This design comes from an exercise in tuning for small area, a short achievable clock period and few clock cycles on the open sky130 flow, not from production work. Only simulation tests tie the RTL to the original design; equivalence was not proved.

==> design.v <==
module aes_sbox_f (
    input  wire [7:0] a,
    output wire [3:0] m
);
  wire U0 = a[7], U1 = a[6], U2 = a[5], U3 = a[4],
       U4 = a[3], U5 = a[2], U6 = a[1], U7 = a[0];
  wire T1 = U0 ^ U3;
  wire T2 = U0 ^ U5;
  wire T3 = U0 ^ U6;
  wire T4 = U3 ^ U5;
  wire T5 = U4 ^ U6;
  wire T6 = T1 ^ T5;
  wire T7 = U1 ^ U2;
  wire T8 = U7 ^ T6;
  wire T9 = U7 ^ T7;
  wire T10 = T6 ^ T7;
  wire T11 = U1 ^ U5;
  wire T12 = U2 ^ U5;
  wire T13 = T3 ^ T4;
  wire T14 = T6 ^ T11;
  wire T15 = T5 ^ T11;
  wire T16 = T5 ^ T12;
  wire T17 = T9 ^ T16;
  wire T18 = U3 ^ U7;
  wire T19 = T7 ^ T18;
  wire T20 = T1 ^ T19;
  wire T21 = U6 ^ U7;
  wire T22 = T7 ^ T21;
  wire T23 = T2 ^ T22;
  wire T24 = T2 ^ T10;
  wire T25 = T20 ^ T17;
  wire T26 = T3 ^ T16;
  wire T27 = T1 ^ T12;
  wire M1 = T13 & T6;
  wire M2 = T23 & T8;
  wire M3 = T14 ^ M1;
  wire M4 = T19 & U7;
  wire M5 = M4 ^ M1;
  wire M6 = T3 & T16;
  wire M7 = T22 & T9;
  wire M8 = T26 ^ M6;
  wire M9 = T20 & T17;
  wire M10 = M9 ^ M6;
  wire M11 = T1 & T15;
  wire M12 = T4 & T27;
  wire M13 = M12 ^ M11;
  wire M14 = T2 & T10;
  wire M15 = M14 ^ M11;
  wire M16 = M3 ^ M2;
  wire M17 = M5 ^ T24;
  wire M18 = M8 ^ M7;
  wire M19 = M10 ^ M15;
  assign m[3] = M16 ^ M13;
  assign m[2] = M17 ^ M15;
  assign m[1] = M18 ^ M13;
  assign m[0] = M19 ^ T25;
endmodule
module aes_sbox_b (
    input  wire [7:0] a,
    input  wire [3:0] m,
    output wire [7:0] s
);
  wire M20 = m[3], M21 = m[2], M22 = m[1], M23 = m[0];
  wire U0 = a[7], U1 = a[6], U2 = a[5], U3 = a[4],
       U4 = a[3], U5 = a[2], U6 = a[1], U7 = a[0];
  wire T1 = U0 ^ U3;
  wire T2 = U0 ^ U5;
  wire T3 = U0 ^ U6;
  wire T4 = U3 ^ U5;
  wire T5 = U4 ^ U6;
  wire T6 = T1 ^ T5;
  wire T7 = U1 ^ U2;
  wire T8 = U7 ^ T6;
  wire T9 = U7 ^ T7;
  wire T10 = T6 ^ T7;
  wire T11 = U1 ^ U5;
  wire T12 = U2 ^ U5;
  wire T13 = T3 ^ T4;
  wire T15 = T5 ^ T11;
  wire T16 = T5 ^ T12;
  wire T17 = T9 ^ T16;
  wire T18 = U3 ^ U7;
  wire T19 = T7 ^ T18;
  wire T20 = T1 ^ T19;
  wire T21 = U6 ^ U7;
  wire T22 = T7 ^ T21;
  wire T23 = T2 ^ T22;
  wire T27 = T1 ^ T12;
  wire M24 = M22 ^ M23;
  wire M25 = M22 & M20;
  wire M26 = M21 ^ M25;
  wire M27 = M20 ^ M21;
  wire M28 = M23 ^ M25;
  wire M29 = M28 & M27;
  wire M30 = M26 & M24;
  wire M31 = M20 & M23;
  wire M32 = M27 & M31;
  wire M33 = M27 ^ M25;
  wire M34 = M21 & M22;
  wire M35 = M24 & M34;
  wire M36 = M24 ^ M25;
  wire M37 = M21 ^ M29;
  wire M38 = M32 ^ M33;
  wire M39 = M23 ^ M30;
  wire M40 = M35 ^ M36;
  wire M41 = M38 ^ M40;
  wire M42 = M37 ^ M39;
  wire M43 = M37 ^ M38;
  wire M44 = M39 ^ M40;
  wire M45 = M42 ^ M41;
  wire M46 = M44 & T6;
  wire M47 = M40 & T8;
  wire M48 = M39 & U7;
  wire M49 = M43 & T16;
  wire M50 = M38 & T9;
  wire M51 = M37 & T17;
  wire M52 = M42 & T15;
  wire M53 = M45 & T27;
  wire M54 = M41 & T10;
  wire M55 = M44 & T13;
  wire M56 = M40 & T23;
  wire M57 = M39 & T19;
  wire M58 = M43 & T3;
  wire M59 = M38 & T22;
  wire M60 = M37 & T20;
  wire M61 = M42 & T1;
  wire M62 = M45 & T4;
  wire M63 = M41 & T2;
  wire L0 = M61 ^ M62;
  wire L1 = M50 ^ M56;
  wire L2 = M46 ^ M48;
  wire L3 = M47 ^ M55;
  wire L4 = M54 ^ M58;
  wire L5 = M49 ^ M61;
  wire L6 = M62 ^ L5;
  wire L7 = M46 ^ L3;
  wire L8 = M51 ^ M59;
  wire L9 = M52 ^ M53;
  wire L10 = M53 ^ L4;
  wire L11 = M60 ^ L2;
  wire L12 = M48 ^ M51;
  wire L13 = M50 ^ L0;
  wire L14 = M52 ^ M61;
  wire L15 = M55 ^ L1;
  wire L16 = M56 ^ L0;
  wire L17 = M57 ^ L1;
  wire L18 = M58 ^ L8;
  wire L19 = M63 ^ L4;
  wire L20 = L0 ^ L1;
  wire L21 = L1 ^ L7;
  wire L22 = L3 ^ L12;
  wire L23 = L18 ^ L2;
  wire L24 = L15 ^ L9;
  wire L25 = L6 ^ L10;
  wire L26 = L7 ^ L9;
  wire L27 = L8 ^ L10;
  wire L28 = L11 ^ L14;
  wire L29 = L11 ^ L17;
  assign s[7] = L6 ^ L24;
  assign s[6] = ~(L16 ^ L26);
  assign s[5] = ~(L19 ^ L28);
  assign s[4] = L6 ^ L21;
  assign s[3] = L20 ^ L22;
  assign s[2] = L25 ^ L29;
  assign s[1] = ~(L13 ^ L27);
  assign s[0] = ~(L6 ^ L23);
endmodule
module aes256_core (
    input  wire         clk,
    input  wire         rst_n,      
    input  wire         start,      
    input  wire [255:0] key,
    input  wire [127:0] block_in,
    output wire         ready,
    output wire         done,       
    output wire [127:0] block_out
);
  reg [127:0] sa;
  reg [255:0] ka;
  reg [3:0]   ra;         
  reg         va;         
  reg         fa;         
  reg [127:0] sb_in;
  reg [63:0]  sb_mid;
  reg [255:0] kb;
  reg [15:0]  kb_mid;
  reg [3:0]   rb;
  reg         vb;
  reg [127:0] out_q;
  reg         done_q;
  reg         ready_q;
  assign ready     = ready_q;
  assign done      = done_q;
  assign block_out = out_q;
  genvar i;
  function [7:0] xtime(input [7:0] b);
    xtime = {b[6:0], 1'b0} ^ (b[7] ? 8'h1b : 8'h00);
  endfunction
  function [31:0] mix_column(input [31:0] col);
    reg [7:0] a0, a1, a2, a3;
    begin
      a0 = col[31:24]; a1 = col[23:16]; a2 = col[15:8]; a3 = col[7:0];
      mix_column[31:24] = xtime(a0) ^ (xtime(a1) ^ a1) ^ a2 ^ a3;
      mix_column[23:16] = a0 ^ xtime(a1) ^ (xtime(a2) ^ a2) ^ a3;
      mix_column[15:8]  = a0 ^ a1 ^ xtime(a2) ^ (xtime(a3) ^ a3);
      mix_column[7:0]   = (xtime(a0) ^ a0) ^ a1 ^ a2 ^ xtime(a3);
    end
  endfunction
  wire [127:0] mc = {mix_column(sa[127:96]), mix_column(sa[95:64]),
                     mix_column(sa[63:32]),  mix_column(sa[31:0])};
  wire [127:0] x  = (fa ? sa : mc) ^ ka[255:128];    
  wire [63:0]  xm;
  generate
    for (i = 0; i < 16; i = i + 1) begin : g_f
      aes_sbox_f u_f (.a(x[127-8*i -: 8]), .m(xm[63-4*i -: 4]));
    end
  endgenerate
  wire [31:0] kw  = ka[31:0];
  wire [31:0] kwr = ra[0] ? {kw[23:0], kw[31:24]} : kw;
  wire [15:0] kwm;
  generate
    for (i = 0; i < 4; i = i + 1) begin : g_kf
      aes_sbox_f u_f (.a(kwr[31-8*i -: 8]), .m(kwm[15-4*i -: 4]));
    end
  endgenerate
  wire [127:0] sbo;
  generate
    for (i = 0; i < 16; i = i + 1) begin : g_b
      aes_sbox_b u_b (.a(sb_in[127-8*i -: 8]), .m(sb_mid[63-4*i -: 4]),
                      .s(sbo[127-8*i -: 8]));
    end
  endgenerate
  wire [127:0] sr;
  generate
    for (i = 0; i < 16; i = i + 1) begin : g_sr
      localparam integer R = i % 4;
      localparam integer C = i / 4;
      localparam integer SRC = 4 * ((C + R) % 4) + R;
      assign sr[127-8*i -: 8] = sbo[127-8*SRC -: 8];
    end
  endgenerate
  wire [31:0] kb_w = rb[0] ? {kb[23:0], kb[31:24]} : kb[31:0];
  wire [31:0] ksub;
  generate
    for (i = 0; i < 4; i = i + 1) begin : g_kb
      aes_sbox_b u_b (.a(kb_w[31-8*i -: 8]), .m(kb_mid[15-4*i -: 4]),
                      .s(ksub[31-8*i -: 8]));
    end
  endgenerate
  reg [7:0] rcon;
  always @(*) begin
    case (rb)
      4'd1:    rcon = 8'h01;
      4'd3:    rcon = 8'h02;
      4'd5:    rcon = 8'h04;
      4'd7:    rcon = 8'h08;
      4'd9:    rcon = 8'h10;
      4'd11:   rcon = 8'h20;
      4'd13:   rcon = 8'h40;
      default: rcon = 8'h00;
    endcase
  end
  wire [31:0] p0 = kb[255:224] ^ {rcon, 24'h0};
  wire [31:0] p1 = p0 ^ kb[223:192];
  wire [31:0] p2 = p1 ^ kb[191:160];
  wire [31:0] p3 = p2 ^ kb[159:128];
  wire [127:0] knew = {p0 ^ ksub, p1 ^ ksub, p2 ^ ksub, p3 ^ ksub};
  always @(posedge clk) begin
    sb_in  <= x;
    sb_mid <= xm;
    kb     <= ka;
    kb_mid <= kwm;
    rb     <= ra;
    out_q  <= sr ^ kb[127:0];                  
    if (ready_q) begin
      sa <= block_in;
      ka <= key;
      ra <= 4'd1;
      fa <= 1'b1;
    end else begin
      sa <= sr;
      ka <= {kb[127:0], knew};
      ra <= rb + 4'd1;
      fa <= 1'b0;
    end
    if (!rst_n) begin
      va      <= 1'b0;
      vb      <= 1'b0;
      done_q  <= 1'b0;
      ready_q <= 1'b1;
    end else begin
      vb      <= va;
      va      <= ready_q ? start : vb;
      done_q  <= vb && rb == 4'd14;
      ready_q <= !va || ra == 4'd14;
    end
  end
endmodule
==> run.sh <==
#!/bin/bash
# synth_recipe.tcl (not shown) runs the flow's synth.tcl, then flattens the netlist and writes it again
# the make line also repeats each setting of config.mk as NAME=value (left out here)
make -C /OpenROAD-flow-scripts/flow DESIGN_CONFIG=/design/flow/config.mk WORK_HOME=/design/flow/orfs CLKGATE_MAP_FILE= SYNTH_SCRIPT=/design/flow/synth_recipe.tcl finish
==> config.mk <==
export PLATFORM = sky130hd
export DESIGN_NAME = aes256_core
export DESIGN_NICKNAME = aes256_core
export VERILOG_FILES = /design/flow/design.v
export SDC_FILE = /design/flow/constraint.sdc
export NUM_CORES = 8
export LEC_CHECK = 0
export CAP_MARGIN = 20
export CORE_MARGIN = 2
export CORE_UTILIZATION = 50
export PLACE_DENSITY = 0.6
export SETUP_SLACK_MARGIN = 4.8
export SLEW_MARGIN = 20
==> constraint.sdc <==
create_clock -name core_clock -period 8.0 [get_ports {clk}]
set_input_delay 1.6000 -clock core_clock [delete_from_list [all_inputs] [get_ports {clk}]]
set_output_delay 1.6000 -clock core_clock [all_outputs]
set_load 0.01 [all_outputs]
==> flow_summary.yaml, run 1 <==
detailed_routing:
  ant_nets: 0
  dr.pass1.iters: 5
  vias: 53900
  finalWirelength_mm: 246
  drc: 0
  wl_per_cell_um: 25.5
  drt_iter0_drc: 4450
  viasPerCell: 5.58
clock_tree:
  cts_tree: "built"
  root_buffer: "clkbuf_16"
  cts_max_level: 3
  path_clk_slew_ns: 0.07
  cts_buffer_depth: 3
  cts_hold_buf: 0
  clk_latency_ns: 0.78
  cts_num_sinks: 989
  cts_inserted_buffers: 109
die:
  io_pins: 517
  die_h_um: 367
  start_util_pct: 50.2
  die_w_um: 367
  design.die.area_mm2: 0.134
  floorplan.rows: 133
  fp.coreArea_mm2: 0.131
final_layout:
  nFillCells: 10200
  drive_above_1_share_pct: 27.3
  area_delta_synth_final_pct: 34.5
  final_nets: 8230
  final_area_mm2: 0.0885
  postLayoutCoreUtil_pct: 67.6
flow_run:
  cap_viol_max_count: 0
critical_path:
  worstSetupPathType: "reg2reg"
  cp.required_ns: 8.69
  cp.arrival_ns: 4.07
  end_kind: "flop"
  startpoint_type: "flop"
  cp_max_fo: 6
sta:
  fmax_ghz: 0.295
  post-route-min-period_ns: 3.38
  grt_setup_unrepaired: "true"
  clock_skew_ns: 0.0512
  maxSlewHeadroom_pct: 24.9
  hold_viol_final: 0
  report.final.slew_viol_count: 0
  tightest_slew_ns: 1.13
  setup_viol: 0
  final.period_utilization_pct: 42.3
  tns_ns: 0
placed_design:
  gp_congestion: 1.00
  placed_cell_area_mm2: 0.0720
  dpl.hpwl_mm: 185
  io_buffer_count: 516
yosys:
  synth_area_leaders: "dfxtp_1, xnor2_1, xor2_1, xnor3_1, mux2_2"
  yosys.area.top_type: "dfxtp_1"
  synthCells: 7011
  syn_nets: 7441
  syn_area_mm2: 0.0658
  ys_warn_count: 1
  synth-seq-cells: 989
  ys_types: 109
  async_flop_share_pct: 0
  netlist.area_leader.share_pct: 30.1
  seq_area_frac_synth_pct: 30.1
  synth_edf_count: 0
  postSynthAreaPerCell_um2: 9.38
  ys.flop_type: "dfxtp_1"
grt:
  antenna_found_initial: 26
  grt_pass1_vias: 50000
  overflow: 0
  grt_max_degree: 135
  grt_pass1_wl_mm: 341
  grtUsageTotal_pct: 34.4
hold_path:
  hold_path.class: "reg2reg"
run_status:
  status: "no timing/DRC/antenna violations"
layer usage:
layer  share of wire, %  track usage, %  vias to the layer above  wire [µm]
li1                   -               -                    25000          -
met1                 41            45.7                    26200     102000
met2                 45            53.7                     2205     111000
met4                6.2            17.8                       10      15200
met3                7.3            5.83                      453      17900
met5              0.026               0                        -         63
synth_stat cells, types with 27 or more instances:
cell / count
and2_1: 33
nor3_1: 39
nand3b_1: 28
xor2_2: 49
o21ai_0: 459
xor2_1: 643
o211ai_1: 48
o22ai_1: 71
inv_1: 122
ha_1: 43
nand2b_1: 89
xnor2_1: 1431
a211oi_1: 47
nor2_1: 405
dfxtp_1: 989
clkbuf_1: 268
nand2_1: 597
xnor2_2: 44
xnor3_1: 154
buf_2: 62
nor2b_1: 91
mux2_2: 225
o221ai_1: 27
a21oi_1: 239
o21ai_1: 35
mux2i_1: 179
xor3_1: 39
a22oi_1: 33
nand3_1: 112
placed cells by master, fill, tap and decap left out, types with 32 or more instances in the layout:
cell	Yosys	layout
a21oi_1	239	231
a22oi_1	33	32
buf_4	19	420
buf_6	5	61
clkbuf_16	0	113
clkdlybuf4s50_1	0	386
dfxtp_1	989	767
dfxtp_2	0	129
dfxtp_4	0	93
dlygate4sd2_1	0	130
ha_1	43	36
inv_1	122	121
mux2_2	225	218
mux2i_1	179	93
mux2i_2	2	36
mux2i_4	8	60
nand2_1	597	595
nand2b_1	89	86
nand3_1	112	110
nor2_1	405	391
nor2b_1	91	91
nor3_1	39	36
o211ai_1	48	48
o21ai_0	459	401
o21ai_1	35	44
o21ai_2	11	38
o22ai_1	71	70
xnor2_1	1431	1091
xnor2_2	44	283
xnor2_4	2	104
xnor3_1	154	116
xnor3_2	2	40
xor2_1	643	484
xor2_2	49	125
xor2_4	11	94
metrics by stage:
stage / hold WS [ns] / setup slack, ns / std cells
2_1_floorplan: 0.310 / 4.79 / 7011
3_3_place_gp: 0.310 / 3.43 / 8947
3_5_place_dp: 0.312 / 3.28 / 8947
4_1_cts: 0.319 / 4.60 / 9384
5_1_grt: 0.318 / 4.44 / 9659
6_report: 0.320 / 4.62 / 9664
worst max-delay path, stage by stage (launching register included):
cell and delay, ns:
dfxtp_2 0.48, xnor3_1 0.47, xor2_1 0.20, mux2i_1 0.15, xnor2_2 0.50, xor2_4 0.31, xnor2_2 0.20, xnor2_1 0.17
ha_1 0.19, xor2_1 0.17, xnor2_1 0.16, xnor2_1 0.16, xnor2_1 0.14
kinds of logic (layout without fill, tap and decap cells):
family	count (synthesis)	count (layout)	synth area share, %
multiplexers	415	415	6.91
adder cells (fa/ha/maj)	48	48	0.900
AND/OR/NAND/NOR	1481	1481	10.2
AO/OA/AOI/OAI	1208	1208	11.5
flip-flops	989	989	30.1
other	0	17	0
XOR/XNOR	2378	2379	37.3
buffers and inverters	492	1372	3.10
repair_timing:
item                                    4_1_cts  5_1_grt
cloned                                        4        6
resized for setup                           969      679
pin swaps                                   194      370
setup buffers                               230      257
endpoints found under the setup margin      501      317
final timing paths:
path,startpoint,endpoint,slack (ns),cells past startpoint
worst min register to register,ka[77],kb[77],0.32,0
worst max register to register,sa[69],sb_mid[36],4.62,12
worst max-delay path,sa[69],sb_mid[36],4.62,12
worst min-delay path,ka[77],kb[77],0.32,0
sequential cells by signal (all words and copies together) (netlist names):
| name | count |
|---|---|
| ready_q | 1 |
| vb | 1 |
| sb_mid | 64 |
| kb | 256 |
| ra | 4 |
| rb | 4 |
| kb_mid | 16 |
| sb_in | 128 |
| fa | 1 |
| out_q | 128 |
| sa | 128 |
| va | 1 |
| ka | 256 |
| done_q | 1 |
layout make-up:
type	instances	area (µm²)	area share [%]
timing repair inverter	1	16.3	0.0184
multi-input combinational	5531	51700	58.4
sequential	989	20300	23.0
antenna	17	42.5	0.0481
inverter	126	509	0.576
tap	1755	2200	2.48
clock inverter	58	871	0.984
timing repair buffer	1042	9770	11.0
clock buffer	145	3090	3.50
Testbench counts, summed over its fixed seeds: cycles 17,936.
==> inputs of run 2 (changes only) <==
==> flow/run.sh (new file) <==
#!/bin/bash
# The standard layout, with one change in synthesis: Yosys's ABC maps the
# combinational logic with an area-oriented script (abc_area.script here:
# strash; dch; amap) instead of ORFS's. Registers and their names are those of
# the standard synthesis; timing is then repaired by the standard flow.
set -euo pipefail
W=$PWD
rm -rf "$W/scripts_abc"
cp -r "$FLOW_HOME/scripts" "$W/scripts_abc"
cp "$W/flow/abc_area.script" "$W/scripts_abc/abc_area.script"
bash standard.sh SCRIPTS_DIR="$W/scripts_abc" ABC_AREA=1 synth > "$W/synth.log" 2>&1
bash standard.sh > "$W/layout.log" 2>&1
==> flow/abc_area.script (new file) <==
strash
dch
amap
==> standard.sh (new file) <==
#!/bin/bash
# synth_recipe.tcl (not shown) runs the flow's synth.tcl, then flattens the netlist and writes it again
# the make line also repeats each setting of config.mk as NAME=value (left out here)
make -C /OpenROAD-flow-scripts/flow DESIGN_CONFIG=/design/flow/config.mk WORK_HOME=/design/flow/orfs CLKGATE_MAP_FILE= SYNTH_SCRIPT=/design/flow/synth_recipe.tcl "${@:-finish}"
removed: run.sh
==> run 2 against run 1 <==
The flow now stops in global routing; area after synthesis fell by 17%; synthesized cell count rose by 15%.
==> flow_summary.yaml, run 2 <==
yosys:
  netlist.area_leader.share_pct: 36.1
  ys_types: 31
  syn_nets: 8526
  ys_warn_count: 1
  syn_area_mm2: 0.0549
  synth_top_family_by_area: "compound AO/OA/AOI/OAI gates"
  synth-xor-area-share_pct: 2.23
  async_flop_share_pct: 0
  synthAdderAreaFrac_pct: 0.980
  postSynthAreaPerCell_um2: 6.78
  synth-seq-cells: 989
  ys.flop_type: "dfxtp_1"
  yosys.area.top_type: "dfxtp_1"
  yosysMostFrequentCell: "clkinv_1"
  synth_simple_gate_area_share_pct: 14.7
  synth-compound-area-share_pct: 36.7
  seq_area_frac_synth_pct: 36.1
  synthCells: 8096
  synth_common_cells: "clkinv_1, nor2_1, o22ai_1"
  synth_edf_count: 0
  muxShareOfSynthArea_pct: 0
  synth_area_leaders: "dfxtp_1, o22ai_1, a21oi_1, clkinv_1, nor2_1"
clock_tree:
  cts_buffer_depth: 3
  cts_num_sinks: 989
  cts_max_level: 3
  root_buffer: "clkbuf_16"
  cts_inserted_buffers: 105
die:
  die_w_um: 335
  start_util_pct: 50.4
  die_h_um: 335
  io_pins: 517
  floorplan.rows: 121
placed_design:
  gp_congestion: 1.06
  dpl.hpwl_mm: 186
  post-place-ws_ns: 1.88
  io_buffer_count: 516
run_status:
  status: "aborted with a tool error"
  firstError: "[ERROR GRT-0232] Routing congestion too high. Check the congestion heatmap in the GUI."
  stop_stage: "global routing"
sta:
  grt_worst_setup_endpoint: "ka[10]$_DFF_P_/D"
  worstEndpointType: "register data pin"
grt:
  overflow: 170
  grt_max_degree: 112
  grtUsageTotal_pct: 77.5
run 2: cell count changes after synthesis, sizes merged, moves of 594 or more:
cell and delta:
xnor2 -1446, clkinv +1359, nor2 +888, xor2 -594
o22ai +1158, a21oi +805
run 2: worst max-delay path by stage:
stage | from | end | slack, ns | cells after the start
after floorplan | ready_q | va | -1.56 | 2
after global placement | rb[0] | ka[4] | 1.93 | 17
after detailed placement | rb[0] | ka[4] | 1.88 | 17
after CTS | rb[0] | ka[16] | 4.05 | 23
run 2: cells by family after synthesis:
family / count (synthesis)
flip-flops: 989
AO/OA/AOI/OAI: 3450
AND/OR/NAND/NOR: 2113
buffers and inverters: 1361
adder cells (fa/ha/maj): 43
XOR/XNOR: 140
run 2: per-stage QoR:
step           instance area (µm²)  util, %  cells
3_5_place_dp                 63600     58.4  10100
4_1_cts                      85800     78.8  11100
3_3_place_gp                 63600     58.4  10100
2_1_floorplan                56400        -   8096
run 2: per-layer routing:
| layer | track usage, % | overflow |
|---|---|---|
| met2 | 94.7 | 78 |
| met1 | 74.6 | 2 |
| met3 | 63.9 | 2 |
| met4 | 80.0 | 88 |
| met5 | 32.7 | 0 |
run 2: timing repair:
| item | CTS |
|---|---|
| gates resized for setup | 2993 |
| endpoints found under the setup margin | 512 |
| endpoints found under the hold margin | 0 |
| cloned | 12 |
| hold buffers | 0 |
| buffers inserted | 810 |
| pin swaps | 543 |
==> inputs of run 3 (changes only) <==
--- a/design.v
+++ b/design.v
@@ -50,17 +50,34 @@
   wire M17 = M5 ^ T24;
   wire M18 = M8 ^ M7;
   wire M19 = M10 ^ M15;
-  assign m[3] = M16 ^ M13;
-  assign m[2] = M17 ^ M15;
-  assign m[1] = M18 ^ M13;
-  assign m[0] = M19 ^ T25;
+  wire M20 = M16 ^ M13;
+  wire M21 = M17 ^ M15;
+  wire M22 = M18 ^ M13;
+  wire M23 = M19 ^ T25;
+  wire M24 = M22 ^ M23;
+  wire M25 = M22 & M20;
+  wire M26 = M21 ^ M25;
+  wire M27 = M20 ^ M21;
+  wire M28 = M23 ^ M25;
+  wire M29 = M28 & M27;
+  wire M30 = M26 & M24;
+  wire M31 = M20 & M23;
+  wire M32 = M27 & M31;
+  wire M33 = M27 ^ M25;
+  wire M34 = M21 & M22;
+  wire M35 = M24 & M34;
+  wire M36 = M24 ^ M25;
+  assign m[3] = M21 ^ M29;
+  assign m[2] = M32 ^ M33;
+  assign m[1] = M23 ^ M30;
+  assign m[0] = M35 ^ M36;
 endmodule
 module aes_sbox_b (
     input  wire [7:0] a,
     input  wire [3:0] m,
     output wire [7:0] s
 );
-  wire M20 = m[3], M21 = m[2], M22 = m[1], M23 = m[0];
+  wire M37 = m[3], M38 = m[2], M39 = m[1], M40 = m[0];
   wire U0 = a[7], U1 = a[6], U2 = a[5], U3 = a[4],
        U4 = a[3], U5 = a[2], U6 = a[1], U7 = a[0];
   wire T1 = U0 ^ U3;
@@ -86,23 +103,6 @@
   wire T22 = T7 ^ T21;
   wire T23 = T2 ^ T22;
   wire T27 = T1 ^ T12;
-  wire M24 = M22 ^ M23;
-  wire M25 = M22 & M20;
-  wire M26 = M21 ^ M25;
-  wire M27 = M20 ^ M21;
-  wire M28 = M23 ^ M25;
-  wire M29 = M28 & M27;
-  wire M30 = M26 & M24;
-  wire M31 = M20 & M23;
-  wire M32 = M27 & M31;
-  wire M33 = M27 ^ M25;
-  wire M34 = M21 & M22;
-  wire M35 = M24 & M34;
-  wire M36 = M24 ^ M25;
-  wire M37 = M21 ^ M29;
-  wire M38 = M32 ^ M33;
-  wire M39 = M23 ^ M30;
-  wire M40 = M35 ^ M36;
   wire M41 = M38 ^ M40;
   wire M42 = M37 ^ M39;
   wire M43 = M37 ^ M38;
@@ -179,9 +179,8 @@
   reg [255:0] ka;
   reg [3:0]   ra;         
   reg         va;         
-  reg         fa;         
   reg [127:0] sb_in;
-  reg [63:0]  sb_mid;
+  reg [63:0]  sb_mid;      
   reg [255:0] kb;
   reg [15:0]  kb_mid;
   reg [3:0]   rb;
@@ -206,9 +205,7 @@
       mix_column[7:0]   = (xtime(a0) ^ a0) ^ a1 ^ a2 ^ xtime(a3);
     end
   endfunction
-  wire [127:0] mc = {mix_column(sa[127:96]), mix_column(sa[95:64]),
-                     mix_column(sa[63:32]),  mix_column(sa[31:0])};
-  wire [127:0] x  = (fa ? sa : mc) ^ ka[255:128];    
+  wire [127:0] x  = sa ^ ka[255:128];                
   wire [63:0]  xm;
   generate
     for (i = 0; i < 16; i = i + 1) begin : g_f
@@ -239,6 +236,8 @@
       assign sr[127-8*i -: 8] = sbo[127-8*SRC -: 8];
     end
   endgenerate
+  wire [127:0] mc = {mix_column(sr[127:96]), mix_column(sr[95:64]),
+                     mix_column(sr[63:32]),  mix_column(sr[31:0])};
   wire [31:0] kb_w = rb[0] ? {kb[23:0], kb[31:24]} : kb[31:0];
   wire [31:0] ksub;
   generate
@@ -276,12 +275,10 @@
       sa <= block_in;
       ka <= key;
       ra <= 4'd1;
-      fa <= 1'b1;
     end else begin
-      sa <= sr;
+      sa <= mc;
       ka <= {kb[127:0], knew};
       ra <= rb + 4'd1;
-      fa <= 1'b0;
     end
     if (!rst_n) begin
       va      <= 1'b0;
==> run.sh (new file) <==
#!/bin/bash
# synth_recipe.tcl (not shown) runs the flow's synth.tcl, then flattens the netlist and writes it again
# the make line also repeats each setting of config.mk as NAME=value (left out here)
make -C /OpenROAD-flow-scripts/flow DESIGN_CONFIG=/design/flow/config.mk WORK_HOME=/design/flow/orfs CLKGATE_MAP_FILE= SYNTH_SCRIPT=/design/flow/synth_recipe.tcl finish
removed: flow/run.sh
removed: flow/abc_area.script
removed: standard.sh
==> run 3 against run 2 <==
The run now finishes clean; synthesized cell count is 18% lower; area after synthesis is 15% higher.
==> flow_summary.yaml, run 3 <==
sta:
  report.final.slew_viol_count: 0
  clock_skew_ns: 0.0492
  post-route-min-period_ns: 3.57
  setup_viol: 0
  hold_viol_final: 0
  grt_setup_unrepaired: "true"
  final.period_utilization_pct: 44.6
  tightest_slew_ns: 0.986
  tns_ns: 0
  fmax_ghz: 0.280
  maxSlewHeadroom_pct: 34.1
final_layout:
  final_common_cell: "xnor2_1"
  final_area_mm2: 0.0939
  area_delta_synth_final_pct: 49.4
  drive_above_1_share_pct: 36.7
  nFillCells: 8435
  final_nets: 8274
  layout_common_cells: "xnor2_1, dfxtp_1, buf_4"
  reg.largest.list: "ka: 256 flops, kb: 256 flops"
die:
  design.die.area_mm2: 0.129
  die_h_um: 359
  fp.coreArea_mm2: 0.125
  die_w_um: 359
  start_util_pct: 50.2
  io_pins: 517
  floorplan.rows: 130
run_status:
  status: "no timing/DRC/antenna violations"
detailed_routing:
  dr.pass1.iters: 6
  drc: 0
  ant_nets: 0
  viasPerCell: 5.48
  finalWirelength_mm: 242
  drt_iter0_drc: 4584
  vias: 52600
  wl_per_cell_um: 25.2
critical_path:
  critPathMaxStageDelay_ns: 0.41
  end_kind: "flop"
  startpoint_type: "flop"
  cp.arrival_ns: 4.17
  cp.required_ns: 8.61
  cp_max_fo: 7
  cp_slowest_cell: "dfxtp_4"
  rrSetupSlack_ns: 4.43
  path_cells: "xnor2_2 -> mux2i_4 -> xnor3_1 -> nand2_1 -> xnor2_2 -> buf_4 -> xnor3_2 -> xnor2_4 -> buf_12 -> xor2_4 -> buf_12 -> xor2_4 -> buf_12 -> xor2_1 -> o21ai_1"
  crit_top_cell: "buf_12"
  worstSetupPathType: "reg2reg"
grt:
  overflow: 0
  grtUsageTotal_pct: 34.8
  grt_pass1_vias: 48900
  grt_max_degree: 143
  grt_pass1_wl_mm: 327
  antenna_found_initial: 11
yosys:
  async_flop_share_pct: 0
  synth_area_leaders: "dfxtp_1, xnor2_1, xor2_1, mux2_2, nand2_1"
  ys.flop_type: "dfxtp_1"
  ys_warn_count: 1
  synth_common_cells: "xnor2_1, dfxtp_1, xor2_1"
  netlist.area_leader.share_pct: 31.5
  synthCells: 6621
  yosys.area.top_type: "dfxtp_1"
  yosysMostFrequentCell: "xnor2_1"
  postSynthAreaPerCell_um2: 9.49
  synth-seq-cells: 988
  synth_edf_count: 0
  ys_types: 99
  syn_nets: 7051
  seq_area_frac_synth_pct: 31.5
  syn_area_mm2: 0.0629
flow_run:
  cap_viol_max_count: 0
clock_tree:
  cts_inserted_buffers: 108
  cts_num_sinks: 988
  cts_hold_buf: 0
  cts_buffer_depth: 3
  cts_tree: "built"
  clk_latency_ns: 0.76
  path_clk_slew_ns: 0.07
  cts_max_level: 3
  root_buffer: "clkbuf_16"
placed_design:
  dpl.hpwl_mm: 174
  io_buffer_count: 516
  gp_congestion: 0.989
  placed_cell_area_mm2: 0.0693
hold_path:
  hold_path.class: "reg2reg"
[run 3: cell types whose count changed after synthesis, moves of 150 or more]
cell      delta
mux2_2     +226
o22ai_1   -1167
xor2_1     +600
nor2_1     -945
a21oi_1    -845
o21ai_0    -422
xnor2_1   +1600
nand2_1    -215
mux2i_1    +160
clkbuf_1   +150
clkinv_1  -1349
[run 3: final timing paths]
path | start | endpoint | cells after the start
hold / removal | ka[79] | kb[79] | 0
setup reg to reg | kb[23] | ka[30] | 15
hold reg to reg | ka[79] | kb[79] | 0
setup / recovery | kb[23] | ka[30] | 15
[run 3: per-layer routing]
metal / up-vias / GRT usage (%) / wire length [µm]
met2: 2096 / 54.9 / 111000
met3: 599 / 4.28 / 15500
met1: 25700 / 46.1 / 98400
li1: 24200 / - / -
met5: - / 0 / 14
met4: 2 / 20.1 / 16600
[run 3: logic make-up (layout without fill, tap and decap cells)]
group	after synthesis	in the layout	synth area share (%)
flip-flops	988	988	31.5
XOR/XNOR	2568	2568	39.9
AO/OA/AOI/OAI	998	998	9.72
other	0	6	0
multiplexers	396	396	6.86
buffers and inverters	445	1761	3.08
AND/OR/NAND/NOR	1182	1182	8.11
adder cells (fa/ha/maj)	44	44	0.872
[run 3: area by class of cell]
class                           instances  area, µm²  area share (%)
Timing Repair Buffer                 1401      13300            14.1
Timing Repair inverter                  1       16.3          0.0173
Clock inverter                         56        638           0.680
Clock buffer                          147       3080            3.28
Multi-Input combinational cell       5188      53800            57.3
Sequential cell                       988      20400            21.8
Tap cell                             1650       2060            2.20
Inverter                              156        613           0.653
Antenna cell                            6       15.0          0.0160
[run 3: metrics by stage]
step / instances / hold WS [ns] / util (%) / setup WS [ns]
floorplan: 6621 / 0.310 / - / 4.73
global placement: 8529 / 0.310 / 55.4 / 2.78
detailed placement: 8529 / 0.312 / 55.4 / 2.80
CTS: 9177 / 0.325 / 67.9 / 4.48
global route: 9589 / 0.328 / 75.0 / 4.33
finish: 9593 / 0.322 / 75.0 / 4.43
[run 3: repair_timing]
action | CTS | global route
setup buffers | 438 | 409
endpoints found under the setup margin | 479 | 307
gates resized for setup | 1500 | 874
pin swaps | 318 | 469
cloned | 7 | 1
[run 3: critical path: cells and delay by family (launching register included)]
kind | cells | cell delay, ns
mux | 1 | 0.14
buf+inv | 4 | 0.66
compound gates | 1 | 0.07
simple gates | 1 | 0.12
flops | 1 | 0.41
xor+xnor | 8 | 2.03
Testbench counts of run 3, summed over its fixed seeds: cycles 17,936.
==> inputs of run 4 (changes only) <==
--- a/design.v
+++ b/design.v
@@ -1,5 +1,172 @@
 module aes_sbox_f (
     input  wire [7:0] a,
+    output wire [4:0] m
+);
+  wire U0 = a[7], U1 = a[6], U2 = a[5], U3 = a[4],
+       U4 = a[3], U5 = a[2], U6 = a[1], U7 = a[0];
+  wire T1 = U0 ^ U3;
+  wire T2 = U0 ^ U5;
+  wire T3 = U0 ^ U6;
+  wire T4 = U3 ^ U5;
+  wire T5 = U4 ^ U6;
+  wire T6 = T1 ^ T5;
+  wire T7 = U1 ^ U2;
+  wire T8 = U7 ^ T6;
+  wire T9 = U7 ^ T7;
+  wire T10 = T6 ^ T7;
+  wire T11 = U1 ^ U5;
+  wire T12 = U2 ^ U5;
+  wire T13 = T3 ^ T4;
+  wire T14 = T6 ^ T11;
+  wire T15 = T5 ^ T11;
+  wire T16 = T5 ^ T12;
+  wire T17 = T9 ^ T16;
+  wire T18 = U3 ^ U7;
+  wire T19 = T7 ^ T18;
+  wire T20 = T1 ^ T19;
+  wire T21 = U6 ^ U7;
+  wire T22 = T7 ^ T21;
+  wire T23 = T2 ^ T22;
+  wire T24 = T2 ^ T10;
+  assign m[0] = T20 ^ T17;
+  wire T26 = T3 ^ T16;
+  wire T27 = T1 ^ T12;
+  wire M1 = T13 & T6;
+  wire M2 = T23 & T8;
+  wire M3 = T14 ^ M1;
+  wire M4 = T19 & U7;
+  wire M5 = M4 ^ M1;
+  wire M6 = T3 & T16;
+  wire M7 = T22 & T9;
+  wire M8 = T26 ^ M6;
+  wire M9 = T20 & T17;
+  wire M10 = M9 ^ M6;
+  wire M11 = T1 & T15;
+  wire M12 = T4 & T27;
+  wire M13 = M12 ^ M11;
+  wire M14 = T2 & T10;
+  wire M15 = M14 ^ M11;
+  wire M16 = M3 ^ M2;
+  wire M17 = M5 ^ T24;
+  wire M18 = M8 ^ M7;
+  assign m[4] = M10 ^ M15;
+  assign m[3] = M16 ^ M13;
+  assign m[2] = M17 ^ M15;
+  assign m[1] = M18 ^ M13;
+endmodule
+module aes_sbox_b (
+    input  wire [7:0] a,
+    input  wire [4:0] m,
+    output wire [7:0] s
+);
+  wire M19 = m[4], M20 = m[3], M21 = m[2], M22 = m[1], T25 = m[0];
+  wire U0 = a[7], U1 = a[6], U2 = a[5], U3 = a[4],
+       U4 = a[3], U5 = a[2], U6 = a[1], U7 = a[0];
+  wire T1 = U0 ^ U3;
+  wire T2 = U0 ^ U5;
+  wire T3 = U0 ^ U6;
+  wire T4 = U3 ^ U5;
+  wire T5 = U4 ^ U6;
+  wire T6 = T1 ^ T5;
+  wire T7 = U1 ^ U2;
+  wire T8 = U7 ^ T6;
+  wire T9 = U7 ^ T7;
+  wire T10 = T6 ^ T7;
+  wire T11 = U1 ^ U5;
+  wire T12 = U2 ^ U5;
+  wire T13 = T3 ^ T4;
+  wire T15 = T5 ^ T11;
+  wire T16 = T5 ^ T12;
+  wire T17 = T9 ^ T16;
+  wire T18 = U3 ^ U7;
+  wire T19 = T7 ^ T18;
+  wire T20 = T1 ^ T19;
+  wire T21 = U6 ^ U7;
+  wire T22 = T7 ^ T21;
+  wire T23 = T2 ^ T22;
+  wire T27 = T1 ^ T12;
+  wire M23 = M19 ^ T25;
+  wire M24 = M22 ^ M23;
+  wire M25 = M22 & M20;
+  wire M26 = M21 ^ M25;
+  wire M27 = M20 ^ M21;
+  wire M28 = M23 ^ M25;
+  wire M29 = M28 & M27;
+  wire M30 = M26 & M24;
+  wire M31 = M20 & M23;
+  wire M32 = M27 & M31;
+  wire M33 = M27 ^ M25;
+  wire M34 = M21 & M22;
+  wire M35 = M24 & M34;
+  wire M36 = M24 ^ M25;
+  wire M37 = M21 ^ M29;
+  wire M38 = M32 ^ M33;
+  wire M39 = M23 ^ M30;
+  wire M40 = M35 ^ M36;
+  wire M41 = M38 ^ M40;
+  wire M42 = M37 ^ M39;
+  wire M43 = M37 ^ M38;
+  wire M44 = M39 ^ M40;
+  wire M45 = M42 ^ M41;
+  wire M46 = M44 & T6;
+  wire M47 = M40 & T8;
+  wire M48 = M39 & U7;
+  wire M49 = M43 & T16;
+  wire M50 = M38 & T9;
+  wire M51 = M37 & T17;
+  wire M52 = M42 & T15;
+  wire M53 = M45 & T27;
+  wire M54 = M41 & T10;
+  wire M55 = M44 & T13;
+  wire M56 = M40 & T23;
+  wire M57 = M39 & T19;
+  wire M58 = M43 & T3;
+  wire M59 = M38 & T22;
+  wire M60 = M37 & T20;
+  wire M61 = M42 & T1;
+  wire M62 = M45 & T4;
+  wire M63 = M41 & T2;
+  wire L0 = M61 ^ M62;
+  wire L1 = M50 ^ M56;
+  wire L2 = M46 ^ M48;
+  wire L3 = M47 ^ M55;
+  wire L4 = M54 ^ M58;
+  wire L5 = M49 ^ M61;
+  wire L6 = M62 ^ L5;
+  wire L7 = M46 ^ L3;
+  wire L8 = M51 ^ M59;
+  wire L9 = M52 ^ M53;
+  wire L10 = M53 ^ L4;
+  wire L11 = M60 ^ L2;
+  wire L12 = M48 ^ M51;
+  wire L13 = M50 ^ L0;
+  wire L14 = M52 ^ M61;
+  wire L15 = M55 ^ L1;
+  wire L16 = M56 ^ L0;
+  wire L17 = M57 ^ L1;
+  wire L18 = M58 ^ L8;
+  wire L19 = M63 ^ L4;
+  wire L20 = L0 ^ L1;
+  wire L21 = L1 ^ L7;
+  wire L22 = L3 ^ L12;
+  wire L23 = L18 ^ L2;
+  wire L24 = L15 ^ L9;
+  wire L25 = L6 ^ L10;
+  wire L26 = L7 ^ L9;
+  wire L27 = L8 ^ L10;
+  wire L28 = L11 ^ L14;
+  wire L29 = L11 ^ L17;
+  assign s[7] = L6 ^ L24;
+  assign s[6] = ~(L16 ^ L26);
+  assign s[5] = ~(L19 ^ L28);
+  assign s[4] = L6 ^ L21;
+  assign s[3] = L20 ^ L22;
+  assign s[2] = L25 ^ L29;
+  assign s[1] = ~(L13 ^ L27);
+  assign s[0] = ~(L6 ^ L23);
+endmodule
+module aes_ksbox_f (
+    input  wire [7:0] a,
     output wire [3:0] m
 );
   wire U0 = a[7], U1 = a[6], U2 = a[5], U3 = a[4],
@@ -72,7 +239,7 @@
   assign m[1] = M23 ^ M30;
   assign m[0] = M35 ^ M36;
 endmodule
-module aes_sbox_b (
+module aes_ksbox_b (
     input  wire [7:0] a,
     input  wire [3:0] m,
     output wire [7:0] s
@@ -179,9 +346,10 @@
   reg [255:0] ka;
   reg [3:0]   ra;         
   reg         va;         
+  reg         fa;         
   reg [127:0] sb_in;
-  reg [63:0]  sb_mid;      
-  reg [255:0] kb;
+  reg [79:0]  sb_mid;      
+  reg [255:0] kb;         
   reg [15:0]  kb_mid;
   reg [3:0]   rb;
   reg         vb;
@@ -205,11 +373,13 @@
       mix_column[7:0]   = (xtime(a0) ^ a0) ^ a1 ^ a2 ^ xtime(a3);
     end
   endfunction
-  wire [127:0] x  = sa ^ ka[255:128];                
-  wire [63:0]  xm;
+  wire [127:0] mc = {mix_column(sa[127:96]), mix_column(sa[95:64]),
+                     mix_column(sa[63:32]),  mix_column(sa[31:0])};
+  wire [127:0] x  = (fa ? sa : mc) ^ ka[255:128];    
+  wire [79:0]  xm;
   generate
     for (i = 0; i < 16; i = i + 1) begin : g_f
-      aes_sbox_f u_f (.a(x[127-8*i -: 8]), .m(xm[63-4*i -: 4]));
+      aes_sbox_f u_f (.a(x[127-8*i -: 8]), .m(xm[79-5*i -: 5]));
     end
   endgenerate
   wire [31:0] kw  = ka[31:0];
@@ -217,13 +387,13 @@
   wire [15:0] kwm;
   generate
     for (i = 0; i < 4; i = i + 1) begin : g_kf
-      aes_sbox_f u_f (.a(kwr[31-8*i -: 8]), .m(kwm[15-4*i -: 4]));
+      aes_ksbox_f u_f (.a(kwr[31-8*i -: 8]), .m(kwm[15-4*i -: 4]));
     end
   endgenerate
   wire [127:0] sbo;
   generate
     for (i = 0; i < 16; i = i + 1) begin : g_b
-      aes_sbox_b u_b (.a(sb_in[127-8*i -: 8]), .m(sb_mid[63-4*i -: 4]),
+      aes_sbox_b u_b (.a(sb_in[127-8*i -: 8]), .m(sb_mid[79-5*i -: 5]),
                       .s(sbo[127-8*i -: 8]));
     end
   endgenerate
@@ -236,13 +406,12 @@
       assign sr[127-8*i -: 8] = sbo[127-8*SRC -: 8];
     end
   endgenerate
-  wire [127:0] mc = {mix_column(sr[127:96]), mix_column(sr[95:64]),
-                     mix_column(sr[63:32]),  mix_column(sr[31:0])};
-  wire [31:0] kb_w = rb[0] ? {kb[23:0], kb[31:24]} : kb[31:0];
+  wire [31:0] kb_w = kb[31:0];
+  wire [31:0] w3   = rb[0] ? {kb[7:0], kb[31:8]} : kb[31:0];    
   wire [31:0] ksub;
   generate
     for (i = 0; i < 4; i = i + 1) begin : g_kb
-      aes_sbox_b u_b (.a(kb_w[31-8*i -: 8]), .m(kb_mid[15-4*i -: 4]),
+      aes_ksbox_b u_b (.a(kb_w[31-8*i -: 8]), .m(kb_mid[15-4*i -: 4]),
                       .s(ksub[31-8*i -: 8]));
     end
   endgenerate
@@ -267,7 +436,7 @@
   always @(posedge clk) begin
     sb_in  <= x;
     sb_mid <= xm;
-    kb     <= ka;
+    kb     <= {ka[255:32], kwr};
     kb_mid <= kwm;
     rb     <= ra;
     out_q  <= sr ^ kb[127:0];                  
@@ -275,10 +444,12 @@
       sa <= block_in;
       ka <= key;
       ra <= 4'd1;
+      fa <= 1'b1;
     end else begin
-      sa <= mc;
-      ka <= {kb[127:0], knew};
+      sa <= sr;
+      ka <= {kb[127:32], w3, knew};
       ra <= rb + 4'd1;
+      fa <= 1'b0;
     end
     if (!rst_n) begin
       va      <= 1'b0;
==> run 4 against run 3 <==
Highest routed layer unchanged; critical path depth decreased by 3; final area decreased by 9.1%; synthesized cell count increased by 4.5%; critical endpoint is now sb_mid[22]; critical path type unchanged.
==> flow_summary.yaml, run 4 <==
run_status:
  status: "no timing/DRC/antenna violations"
hold_path:
  hold_path.class: "reg2reg"
  min_path_cells: 0
clock_tree:
  cts_max_level: 3
  path_clk_slew_ns: 0.06
  clk_latency_ns: 0.78
  cts_tree: "built"
  cts_inserted_buffers: 111
  root_buffer: "clkbuf_16"
  cts_buffer_depth: 3
  cts_num_sinks: 1005
  cts_hold_buf: 0
sta:
  fmax_ghz: 0.293
  maxSlewHeadroom_pct: 33.2
  tns_ns: 0
  setup_viol: 0
  holdWs_ns: 0.300
  fin_ws_ns: 4.59
  clock_skew_ns: 0.0494
  tightest_slew_ns: 1.00
  report.final.slew_viol_count: 0
  hold_viol_final: 0
  grt_setup_unrepaired: "true"
  post-route-min-period_ns: 3.41
  final.period_utilization_pct: 42.7
final_layout:
  postLayoutCoreUtil_pct: 66.0
  reg.largest.list: "ka: 256 flops, kb: 256 flops"
  final_nets: 8007
  drive_above_1_share_pct: 24.4
  area_delta_synth_final_pct: 31.4
  layout.cells.non_filler: 9416
  final_common_cell: "xnor2_1"
  layout_common_cells: "xnor2_1, dfxtp_1, nand2_1"
critical_path:
  startpoint_type: "flop"
  cp.required_ns: 8.68
  reg2reg_from: "sa[32]"
  crit_path_end: "sb_mid[22]"
  rrSetupSlack_ns: 4.59
  crit_path_start: "sa[32]"
  cp_max_fo: 4
  cp.arrival_ns: 4.10
  worstSetupPathType: "reg2reg"
  end_kind: "flop"
  r2r_end: "sb_mid[22]"
  r2r_cells: 12
yosys:
  synth_area_leaders: "dfxtp_1, xnor2_1, xor2_1, xnor3_1, mux2_2"
  syn_area_mm2: 0.0650
  yosys.area.top_type: "dfxtp_1"
  synth-seq-cells: 1005
  synthCells: 6916
  ys_types: 92
  synth_common_cells: "xnor2_1, dfxtp_1, xor2_1"
  syn_nets: 7346
  synth_edf_count: 0
  ys_warn_count: 1
  postSynthAreaPerCell_um2: 9.40
  ys.flop_type: "dfxtp_1"
  async_flop_share_pct: 0
  seq_area_frac_synth_pct: 31.0
  netlist.area_leader.share_pct: 31.0
  yosysMostFrequentCell: "xnor2_1"
die:
  die_h_um: 365
  design.die.area_mm2: 0.133
  io_pins: 517
  fp.coreArea_mm2: 0.129
  start_util_pct: 50.3
  floorplan.rows: 132
  die_w_um: 365
detailed_routing:
  drt_iter0_drc: 3915
  viasPerCell: 5.44
  drc: 0
  dr.pass1.iters: 6
  vias: 51300
  wl_per_cell_um: 24.6
  finalWirelength_mm: 232
  ant_nets: 0
grt:
  grt_pass1_wl_mm: 324
  overflow: 0
  grt_max_degree: 167
  antenna_found_initial: 15
  grt_pass1_vias: 48200
  grtUsageTotal_pct: 33.4
flow_run:
  cap_viol_max_count: 0
placed_design:
  dpl.cell_count: 8847
  io_buffer_count: 516
  gp_congestion: 0.959
  post-place-ws_ns: 3.41
  dpl.hpwl_mm: 179
## run 4: cell types whose count changed after synthesis, sizes merged, moves of 63 or more
cell / delta
xnor2: -242
o21ai: +110
nand2: +108
clkbuf: +100
xnor3: +67
a22oi: -63
## run 4: final cells by class
cell class	instances	area (µm²)
fillers	10400	43900
repair buffers	896	8350
flip-flops and latches	1005	20600
multi-input cells	5457	50000
clock inverters	56	746
clock buffers	149	3120
diodes	5	12.5
well taps	1742	2180
inverters	106	403
## run 4: timing repair
| action | 4_1_cts | 5_1_grt |
|---|---|---|
| gates resized for setup | 849 | 548 |
| pin swaps | 139 | 192 |
| buffers inserted | 164 | 190 |
| cloned | 1 | 4 |
| endpoints found under the setup margin | 490 | 286 |
## run 4: worst max-delay path, stage by stage (launching register included)
cell     delay [ns]
dfxtp_4        0.43
xor3_2         0.47
buf_4          0.15
xnor3_2        0.47
mux2i_4        0.27
xnor2_4        0.17
xor2_4         0.24
xor2_2         0.21
xor2_1         0.17
ha_1           0.25
xor2_1         0.17
xnor2_1        0.19
xnor2_1        0.14
## run 4: how the worst min path moves through the flow
stage,start,end
after floorplan,ka[100],kb[100]
after global placement,ka[94],kb[94]
after detailed placement,ka[107],kb[107]
after CTS,ka[66],kb[66]
after global routing,ka[66],kb[66]
final,ka[66],kb[66]
## run 4: per-stage QoR
step	area (µm²)
detailed placement	71100
finish	85400
CTS	80500
global placement	71100
floorplan	65000
global route	85400
## run 4: metal layers
layer	vias up	share of wire, %	global-route usage, %
met5	-	0.012	0
met4	4	5.1	14.8
met3	363	6.0	4.31
met2	1735	46	52.7
met1	25000	43	45.8
li1	24200	-	-
## run 4: kinds of logic (layout without fill, tap and decap cells)
| family | Yosys count | after routing | synth area share, % |
|---|---|---|---|
| buffers and inverters | 455 | 1207 | 2.86 |
| other | 0 | 5 | 0 |
| flip-flops | 1005 | 1005 | 31.0 |
| multiplexers | 423 | 423 | 6.95 |
| AO/OA/AOI/OAI | 1134 | 1134 | 10.5 |
| adder cells (fa/ha/maj) | 53 | 53 | 0.992 |
| XOR/XNOR | 2416 | 2417 | 38.0 |
| AND/OR/NAND/NOR | 1430 | 1430 | 9.66 |
Testbench counts of run 4, summed over its fixed seeds: cycles 17,936.
==> inputs of run 5 (changes only) <==
==> flow/run.sh (new file) <==
#!/bin/bash
# The standard layout with one change: the buffers that placement puts on
# every input and output port are sky130_fd_sc_hd__buf_2 instead of the cell
# buffer_ports picks by itself (a delay cell on this platform).
set -euo pipefail
bash standard.sh 'BUFFER_PORTS_ARGS=-buffer_cell sky130_fd_sc_hd__buf_2' finish > layout.log 2>&1
==> standard.sh (new file) <==
#!/bin/bash
# synth_recipe.tcl (not shown) runs the flow's synth.tcl, then flattens the netlist and writes it again
# the make line also repeats each setting of config.mk as NAME=value (left out here)
make -C /OpenROAD-flow-scripts/flow DESIGN_CONFIG=/design/flow/config.mk WORK_HOME=/design/flow/orfs CLKGATE_MAP_FILE= SYNTH_SCRIPT=/design/flow/synth_recipe.tcl "${@:-finish}"
removed: run.sh
==> run 5 against run 4 <==
Via count is 0.40% higher; non-clock buffer count is 23 higher; flip-flop and latch count unchanged; still clean on timing, DRC and antenna.
==> flow_summary.yaml, run 5 <==
run_status:
  status: "no timing/DRC/antenna violations"
detailed_routing:
  finalWirelength_mm: 232
  wl_met1_mm: 96.9
  wl_met2_mm: 107
  dr.pass1.iters: 6
  drc: 0
  ant_nets: 0
  wl_per_cell_um: 24.6
  viasPerCell: 5.45
  drt_iter0_drc: 4305
  wl_met3_mm: 14.9
  dr.max_layer_used: "met5"
  vias: 51500
hold_path:
  hold_path.class: "reg2reg"
critical_path:
  cp_max_fo: 4
  startpoint_type: "flop"
  cp.arrival_ns: 3.88
  cp.required_ns: 8.64
  end_kind: "flop"
  worstSetupPathType: "reg2reg"
yosys:
  syn_area_mm2: 0.0650
  synthCells: 6916
  ys.flop_type: "dfxtp_1"
  syn_nets: 7346
  postSynthAreaPerCell_um2: 9.40
  synth_area_leaders: "dfxtp_1, xnor2_1, xor2_1, xnor3_1, mux2_2"
  async_flop_share_pct: 0
  synth_common_cells: "xnor2_1, dfxtp_1, xor2_1"
  seq_area_frac_synth_pct: 31.0
  yosysMostFrequentCell: "xnor2_1"
  synth_edf_count: 0
  netlist.area_leader.share_pct: 31.0
  ys_warn_count: 1
  yosys.area.top_type: "dfxtp_1"
  synth-seq-cells: 1005
  ys_types: 92
final_layout:
  layout_common_cells: "xnor2_1, dfxtp_1, nand2_1"
  multiInputGateArea_mm2: 0.0501
  ff_latch_area_mm2: 0.0206
  final_nets: 8028
  nFillCells: 10400
  reg.largest.list: "ka: 256 flops, kb: 256 flops"
  final_area_mm2: 0.0831
  drive_above_1_share_pct: 31.5
  area_delta_synth_final_pct: 27.9
  final_common_cell: "xnor2_1"
die:
  die_w_um: 365
  start_util_pct: 50.3
  die_h_um: 365
  floorplan.rows: 132
  io_pins: 517
  design.die.area_mm2: 0.133
  fp.coreArea_mm2: 0.129
flow_run:
  cap_viol_max_count: 0
grt:
  overflow: 0
  grt_pass1_wl_mm: 322
  grtUsageTotal_pct: 33.2
  antenna_found_initial: 30
  grt_pass1_vias: 48200
  grt_max_degree: 159
placed_design:
  dpl.hpwl_mm: 177
  io_buffer_count: 516
  placed_cell_area_mm2: 0.0685
  gp_congestion: 0.970
sta:
  clock_skew_ns: 0.0340
  tns_ns: 0
  hold_viol_final: 0
  final.period_utilization_pct: 40.4
  fmax_ghz: 0.309
  setup_viol: 0
  grt_setup_unrepaired: "true"
  report.final.slew_viol_count: 0
  maxSlewHeadroom_pct: 32.9
  tightest_slew_ns: 1.00
  post-route-min-period_ns: 3.24
clock_tree:
  path_clk_slew_ns: 0.06
  clk_latency_ns: 0.76
  cts_num_sinks: 1005
  cts_buffer_depth: 3
  cts_tree: "built"
  cts_inserted_buffers: 109
  root_buffer: "clkbuf_16"
  cts_max_level: 3
[run 5: cell counts after synthesis]
Identical to the previous run, type by type.
[run 5: metrics by stage]
step,utilization [%],hold WS (ns),setup WS (ns),std cells
after detailed placement,53.0,0.312,3.42,8847
after CTS,60.3,0.318,4.69,9239
final,64.3,0.320,4.76,9443
after global routing,64.3,0.329,4.63,9439
after global placement,53.0,0.310,3.47,8847
after floorplan,-,0.310,4.81,6916
[run 5: path summary, 6_finish.rpt]
kind | end | slack (ns) | cells past startpoint | from
max | sb_mid[62] | 4.76 | 11 | sa[127]
min | kb[52] | 0.32 | 0 | ka[52]
max reg2reg | sb_mid[62] | 4.76 | 11 | sa[127]
min reg2reg | kb[52] | 0.32 | 0 | ka[52]
[run 5: timing repair]
action | in CTS | in global routing
pin swaps | 152 | 249
gates resized for setup | 698 | 565
endpoints found under the setup margin | 336 | 289
hold buffers | 0 | 0
cloned | 3 | 5
buffers inserted | 184 | 190
[run 5: kinds of logic (layout without fill, tap and decap cells)]
group,count (synthesis),count (layout),share of synthesized area (%)
compound gates,1134,1134,10.5
xor+xnor,2416,2417,38.0
fa+ha+maj,53,53,0.992
buf+inv,455,1230,2.86
flops,1005,1005,31.0
mux,423,423,6.95
other cells,0,9,0
simple gates,1430,1430,9.66
[run 5: area by class of cell]
| cell class | count | share of cell area [%] |
|---|---|---|
| inverter | 106 | 0.485 |
| clock inverter | 75 | 1.15 |
| sequential | 1005 | 24.7 |
| antenna | 9 | 0.0271 |
| multi-input combinational | 5457 | 60.2 |
| clock buffer | 130 | 3.57 |
| timing repair buffer | 919 | 7.18 |
| tap | 1742 | 2.62 |
[run 5: metal layers]
metal  global-route usage (%)  vias up
li1                         -    24200
met1                     44.2    24900
met2                     52.8     1878
met3                     4.10      434
met4                     17.4        4
met5                        0        -
[run 5: critical path: stages, from the launching register on]
cell and delay [ns]:
dfxtp_4 0.39, xnor3_1 0.41, xnor3_1 0.42, mux2i_4 0.31, xnor2_4 0.20, xor2_2 0.23, xor2_1 0.25, xor2_1 0.20
ha_1 0.28, xnor2_2 0.16, xnor2_2 0.14, xnor2_1 0.14
==> inputs of run 6 (changes only) <==
==> flow/run.sh (replaced) <==
#!/bin/bash
# The standard layout with two changes: the buffers that placement puts on
# every input and output port are sky130_fd_sc_hd__buf_2 instead of the cell
# buffer_ports picks by itself (a delay cell on this platform), and the
# incremental repair after global routing is skipped (timing was already
# repaired after clock tree synthesis).
set -euo pipefail
bash standard.sh 'BUFFER_PORTS_ARGS=-buffer_cell sky130_fd_sc_hd__buf_2' SKIP_INCREMENTAL_REPAIR=1 finish > layout.log 2>&1
==> run 6 against run 5 <==
Non-clock buffer count decreased by 194; cell count fell by 2.1%; synthesized cell count is the same.
==> flow_summary.yaml, run 6 <==
final_layout:
  final_nets: 7833
  layout_common_cells: "xnor2_1, dfxtp_1, nand2_1"
  drive_above_1_share_pct: 25.1
  area_delta_synth_final_pct: 20.0
  reg.largest.list: "ka: 256 flops, kb: 256 flops"
  final_common_cell: "xnor2_1"
yosys:
  seq_area_frac_synth_pct: 31.0
  synth_common_cells: "xnor2_1, dfxtp_1, xor2_1"
  postSynthAreaPerCell_um2: 9.40
  yosys.area.top_type: "dfxtp_1"
  synthCells: 6916
  synth_edf_count: 0
  syn_nets: 7346
  yosysMostFrequentCell: "xnor2_1"
  ys_types: 92
  synth_area_leaders: "dfxtp_1, xnor2_1, xor2_1, xnor3_1, mux2_2"
  ys_warn_count: 1
  netlist.area_leader.share_pct: 31.0
  synth-seq-cells: 1005
  syn_area_mm2: 0.0650
  async_flop_share_pct: 0
  ys.flop_type: "dfxtp_1"
sta:
  tightest_slew_ns: 1.04
  hold_viol_final: 0
  setup_viol: 0
  maxSlewHeadroom_pct: 30.1
  clock_skew_ns: 0.0349
  holdWs_ns: 0.318
  final.period_utilization_pct: 41.9
  tns_ns: 0
  post-route-min-period_ns: 3.35
  fmax_ghz: 0.298
  report.final.slew_viol_count: 0
critical_path:
  cp_max_fo: 7
  cp.required_ns: 8.60
  r2r_end: "ka[22]"
  startpoint_type: "flop"
  end_kind: "flop"
  cp_slowest_cell: "dfxtp_2"
  rrSetupSlack_ns: 4.65
  critPathMaxStageDelay_ns: 0.57
  worstSetupPathType: "reg2reg"
  crit_top_cell: "xnor2_2"
  cp.arrival_ns: 3.96
  reg2reg_from: "kb[17]"
  r2r_cells: 11
  path_cells: "xnor2_2 -> xnor2_1 -> a21oi_1 -> o32ai_2 -> xnor3_1 -> xnor2_2 -> xnor2_2 -> xnor2_2 -> buf_4 -> xor2_1 -> o21ai_1"
run_status:
  status: "no timing/DRC/antenna violations"
die:
  floorplan.rows: 132
  die_w_um: 365
  die_h_um: 365
  design.die.area_mm2: 0.133
  start_util_pct: 50.3
  fp.coreArea_mm2: 0.129
  io_pins: 517
clock_tree:
  cts_inserted_buffers: 109
  cts_max_level: 3
  root_buffer: "clkbuf_16"
  clk_latency_ns: 0.76
  path_clk_slew_ns: 0.06
  cts_setup_buffers: 184
  postCtsResizedCells: 698
  cts_buffer_depth: 3
  cts_num_sinks: 1005
  cts_hold_buf: 0
  cts_tree: "built"
detailed_routing:
  drt_iter0_drc: 4153
  dr.pass1.iters: 6
  viasPerCell: 5.43
  drc: 0
  vias: 50200
  ant_nets: 0
  wl_per_cell_um: 24.4
  finalWirelength_mm: 226
hold_path:
  min_path_cells: 0
  min_from: "ka[109]"
  hold_path.class: "reg2reg"
  min_to: "kb[109]"
placed_design:
  dpl.hpwl_mm: 177
  gp_congestion: 0.970
  io_buffer_count: 516
grt:
  grt_pass1_vias: 48200
  antenna_found_initial: 30
  grt_max_degree: 159
  grt_pass1_wl_mm: 322
  overflow: 0
  grtUsageTotal_pct: 33.2
flow_run:
  cap_viol_max_count: 0
## run 6: final cells by class
type	instances	area, µm²
clock buffer	130	2970
timing repair buffer	725	4370
multi-input combinational	5456	46700
antenna	8	20.0
fill	11100	51300
sequential	1005	20400
tap	1742	2180
inverter	106	400
clock inverter	75	953
## run 6: worst max-delay path by stage
stage	startpoint	endpoint	slack, ns	depth (start not counted)
CTS	kb[17]	ka[22]	4.69	11
detailed placement	kb[18]	ka[22]	3.42	9
floorplan	ra[0]	kb_mid[5]	4.81	12
global placement	kb[18]	ka[22]	3.47	9
global route	sb_mid[67]	out_q[40]	4.34	10
finish	kb[17]	ka[22]	4.65	11
## run 6: metal layers
layer	track usage (%)	wire length, µm	vias to the layer above	share of wire (%)
met3	4.10	14100	361	6.2
met1	44.2	96200	24200	43
met2	52.8	102000	1716	45
li1	-	-	23900	-
met5	0	0	-	0
met4	17.4	13000	0	5.8
## run 6: kinds of logic after synthesis
family | after synthesis | synth area share (%)
XOR/XNOR | 2416 | 38.0
flip-flops | 1005 | 31.0
AO/OA/AOI/OAI | 1134 | 10.5
AND/OR/NAND/NOR | 1430 | 9.66
buffers and inverters | 455 | 2.86
multiplexers | 423 | 6.95
adder cells (fa/ha/maj) | 53 | 0.992
## run 6: critical path, delay by kind of cell (launching register included)
kind / cells / cell delay, ns
xor+xnor: 7 / 2.01
flops: 1 / 0.57
compound gates: 3 / 0.45
buf+inv: 1 / 0.19
## run 6: metrics by stage
step | area, µm² | std cells | setup slack, ns | utilization, %
after floorplan | 65000 | 6916 | 4.81 | -
after global placement | 68500 | 8847 | 3.47 | 53.0
after detailed placement | 68500 | 8847 | 3.42 | 53.0
after CTS | 78000 | 9239 | 4.69 | 60.3
after global routing | 78000 | 9244 | 4.34 | 60.3
final | 78000 | 9247 | 4.65 | 60.3

==> static timing again, ports no longer ideal <==
How much do the figures lean on ideal ports? The routed layouts below were timed once more, with nothing changed but the port constraints. Step 1 sets driving cells, clkbuf_16 on the clock port and buf_2 on the other inputs (assumed; they add their load-dependent delay and slew). Step 2 times the ports against the registers' clock, not the clock port: input delays grow and output delays shrink by t, the midpoint of the rising clock arrivals with the driver on. Three values: ideal ports, drivers, drivers and shift; two values: the first two.
run	shift t [ns]	setup slack, ns	worst setup path at the end	worst register clock-pin slew, ns
run 1	0.841	4.615 / 4.615 / 4.615	register to register	0.08 / 0.08
run 3	0.812	4.431 / 4.431 / 4.431	register to register	0.07 / 0.07
run 4	0.831	4.586 / 4.586 / 4.586	register to register	0.07 / 0.07
run 5	0.829	4.764 / 4.764 / 4.764	register to register	0.07 / 0.07
run 6	0.820	4.645 / 4.645 / 4.645	register to register	0.07 / 0.07
After both steps every run listed still meets setup and hold.
